Background: an optimization exercise with open tools, aiming at small area, a short achievable clock period and few clock cycles per item. Do not read the settings as production practice. RTL that was checked went through simulation tests only; none was proved equivalent to the original. Power is estimated from default activity; no workload was simulated.

// mbcq_enc
module mbcq_enc #(
    parameter integer L  = 35,      
    parameter integer RP = 33,      
    parameter integer HQ = 2        
) (
    input  wire        clk,
    input  wire        rst,         
    input  wire        in_valid,
    output wire        in_ready,
    input  wire        in_last,     
    input  wire [1:0]  in_fmt,      
    input  wire [1:0]  in_k,        
    input  wire [31:0] in_elem,     
    output wire        out_valid,
    input  wire        out_ready,
    output wire        out_hdr,     
    output wire        out_last,    
    output wire [15:0] out_data
);
For scale: roughly 2500 cells after synthesis, about 1100 flip-flops, about 33000 sq um of cells after synthesis.
Settings: LEC_CHECK=0, CAP_MARGIN=20, CORE_MARGIN=2, CORE_UTILIZATION=70, CTS_BUF_LIST=sky130_fd_sc_hd__clkbuf_8, CTS_CLUSTER_DIAMETER=70, CTS_CLUSTER_SIZE=14, PLACE_DENSITY=0.8, SLEW_MARGIN=20; clock period 16.0 ns.
standard.sh (not shown) runs the stock make flow with config.mk's settings and CLKGATE_MAP_FILE= SYNTH_SCRIPT=/design/flow/synth_recipe.tcl, a recipe that flattens the netlist after the stock synthesis.
==> flow/flow/run.sh <==
#!/bin/bash
# Own layout flow: the standard ORFS flow (standard.sh), with the ports
# buffered by a plain buffer instead of the delay-cell buffer ORFS picks.
# The make output goes to flow.log in the work folder; ORFS's own per-step
# logs stay under orfs/logs/.
set -euo pipefail
bash standard.sh \
  "BUFFER_PORTS_ARGS=-buffer_cell sky130_fd_sc_hd__buf_2" \
  SETUP_SLACK_MARGIN=11.5 \
  finish > flow.log 2>&1
Edit:
--- a/flow/design.v
+++ b/flow/design.v
@@ -1,15 +1,15 @@
 module mbcq_enc #(
-    parameter integer L  = 35,      
-    parameter integer RP = 33,      
+    parameter integer L  = 34,      
+    parameter integer RP = 32,      
     parameter integer HQ = 2        
 ) (
     input  wire        clk,
     input  wire        rst,         
     input  wire        in_valid,
     output wire        in_ready,
     input  wire        in_last,     
     input  wire [1:0]  in_fmt,      
     input  wire [1:0]  in_k,        
     input  wire [31:0] in_elem,     
     output wire        out_valid,
     input  wire        out_ready,
What happened:
- synthesized area goes down by 2.2%
- clock power drops by about 6%
- worst setup slack got worse by 0.046 ns
- wire length is lower by 4.8%
- power shrinks by 3.7%
- sequential cell count decreases by 27
- clock-buffer cell count went down by 7
- global-route usage went down by 0.72 points
- critical path depth stays the same
- worst hold slack gets better by 0.0034 ns
- register-to-register slack is better by 0.08 ns
- die area goes down by 2.1%
Testbench counts after the change, summed over its fixed seeds: cycles 377,724, items 363,761.
No functional check of the RTL was part of the first run of this note.

========
run a:
mbcq_enc, a different RTL version from the one above (not shown whole).
Size: about 3,100 cells after synthesis, ~1,100 flip-flops, roughly 61 I/O pins.
export LEC_CHECK = 0
export CAP_MARGIN = 20
export CORE_MARGIN = 2
export CORE_UTILIZATION = 70
export CTS_BUF_LIST = sky130_fd_sc_hd__clkbuf_8
export CTS_CLUSTER_DIAMETER = 70
export CTS_CLUSTER_SIZE = 14
export PLACE_DENSITY = 0.8
export SLEW_MARGIN = 20
create_clock -name core_clock -period 16.0 [get_ports {clk}]
Scripts as last shown in full above: flow/flow/run.sh
--- input diff run a..run b ---
--- a/flow/design.v
+++ b/flow/design.v
@@ -105,13 +105,12 @@
     reg        o1_v;
     reg        adv_q;             
     wire       adv = !o1_v;
     reg        rd_act;            
     reg [4:0]  rd_rem;            
     reg [9:0]  rd_eoff;           
-    reg [8:0]  rd_e;              
     reg [1:0]  rd_k;
     reg        rd_esc;
     wire [16:0] hq_h     = hq[hq_rp];
     wire        hq_any   = (hq_cnt != 0);
     wire        iss_hdr  = adv && !rd_act && hq_any;
     wire        iss_code = adv && rd_act;
@@ -126,13 +125,12 @@
             hq_rp  <= {QW{1'b0}};
         end else if (iss_hdr) begin
             rd_act  <= 1'b1;
             rd_rem  <= hq_h[4:0];
             rd_eoff <= !h_nz ? 10'h3FF : {1'b0, h_emax} + {9'd0, h_esc} +
                        ((h_k == 2'd0) ? 10'd10 : (h_k == 2'd1) ? 10'd6 : 10'd2);
-            rd_e    <= h_nz ? h_emax + 9'd129 : 9'd0;
             rd_k    <= h_k;
             rd_esc  <= h_esc;
             hq_rp   <= (hq_rp == HQ - 1) ? {QW{1'b0}} : hq_rp + 1'b1;
         end else if (iss_code) begin
             rptr   <= (rptr == N - 1) ? {PW{1'b0}} : rptr + 1'b1;
             rd_rem <= rd_rem - 5'd1;
@@ -147,12 +145,14 @@
             hq_cnt <= {(QW+1){1'b0}};
         end else begin
             cnt    <= cnt_nx;
             hq_cnt <= hq_nx;
         end
     end
+    wire [8:0]  rd_koff = ((rd_k == 2'd0) ? 9'd10 : (rd_k == 2'd1) ? 9'd6 : 9'd2) + {8'd0, rd_esc};
+    wire [8:0]  rd_e    = (rd_eoff == 10'h3FF) ? 9'd0 : rd_eoff[8:0] + 9'd129 - rd_koff;
     reg [25:0] rd_word;
     integer m;
     always @(*) begin
         rd_word = 26'd0;
         for (m = 0; m < N; m = m + 1)
             rd_word = rd_word | (mem[m] & {26{rptr == m}});
### Flow results
- Run a ended up with o0_data[2]$_DFFE_PN_ as its launching element of the worst setup path; run b ended up with o0_last$_DFFE_PN_.
- Maximum number of pins on one net before global-route repair went up by more than 10% going from run a to run b.
- Delta (run b minus run a): portion of total power attributed to sequential cells lower; area of the die roughly the same.
- Run b against run a: routing usage on met2 higher; number of ordinary inverters in the final layout higher.
- The finished layout cell area on run b is in line with that on run a.
- Across both runs, number of vias after detailed routing was higher for run b than for run a.
- Re non-clock buffer count: run a and run b aren't equal, and the lower value belongs to run a.
- From run a to run b the numbers moved as follows: total wire length picked up an extra about 0.9%, first-pass iteration count of the detailed router decreased 2.
No functional check of the RTL was part of any run of this note.

re-timing with driven ports:
How much do the figures lean on ideal ports? The routed layouts below were timed once more, with nothing changed but the port constraints.
Step 1, drivers: a clkbuf_16 drives clk and a buf_2 each remaining input, both assumed.
Step 2 times the ports against the registers' clock, not the clock port: input delays grow and output delays shrink by t, the midpoint of the rising clock arrivals with the driver on.
a / b / c = ideal ports / drivers / drivers and shift; a / b = the first two.
run	t, ns	slack for setup (ns)	worst setup path after step 2	latest minus earliest clock arrival (ns)	pins driven straight from the clock port
the first run of note 1	0.741	11.555 / 11.502 / 10.957	input to register	0.046 / 0.046	1
the second run of note 1	0.744	11.509 / 11.454 / 11.122	input to register	0.046 / 0.046	1
run a	0.786	11.559 / 11.494 / 10.944	input to register	0.032 / 0.033	1
run b	0.819	11.512 / 11.448 / 10.834	input to register	0.052 / 0.051	1
After both steps every run listed still meets setup and hold. The setup slack of run b, which loses most, moves by -0.064 ns with the drivers and by -0.678 ns with both steps.
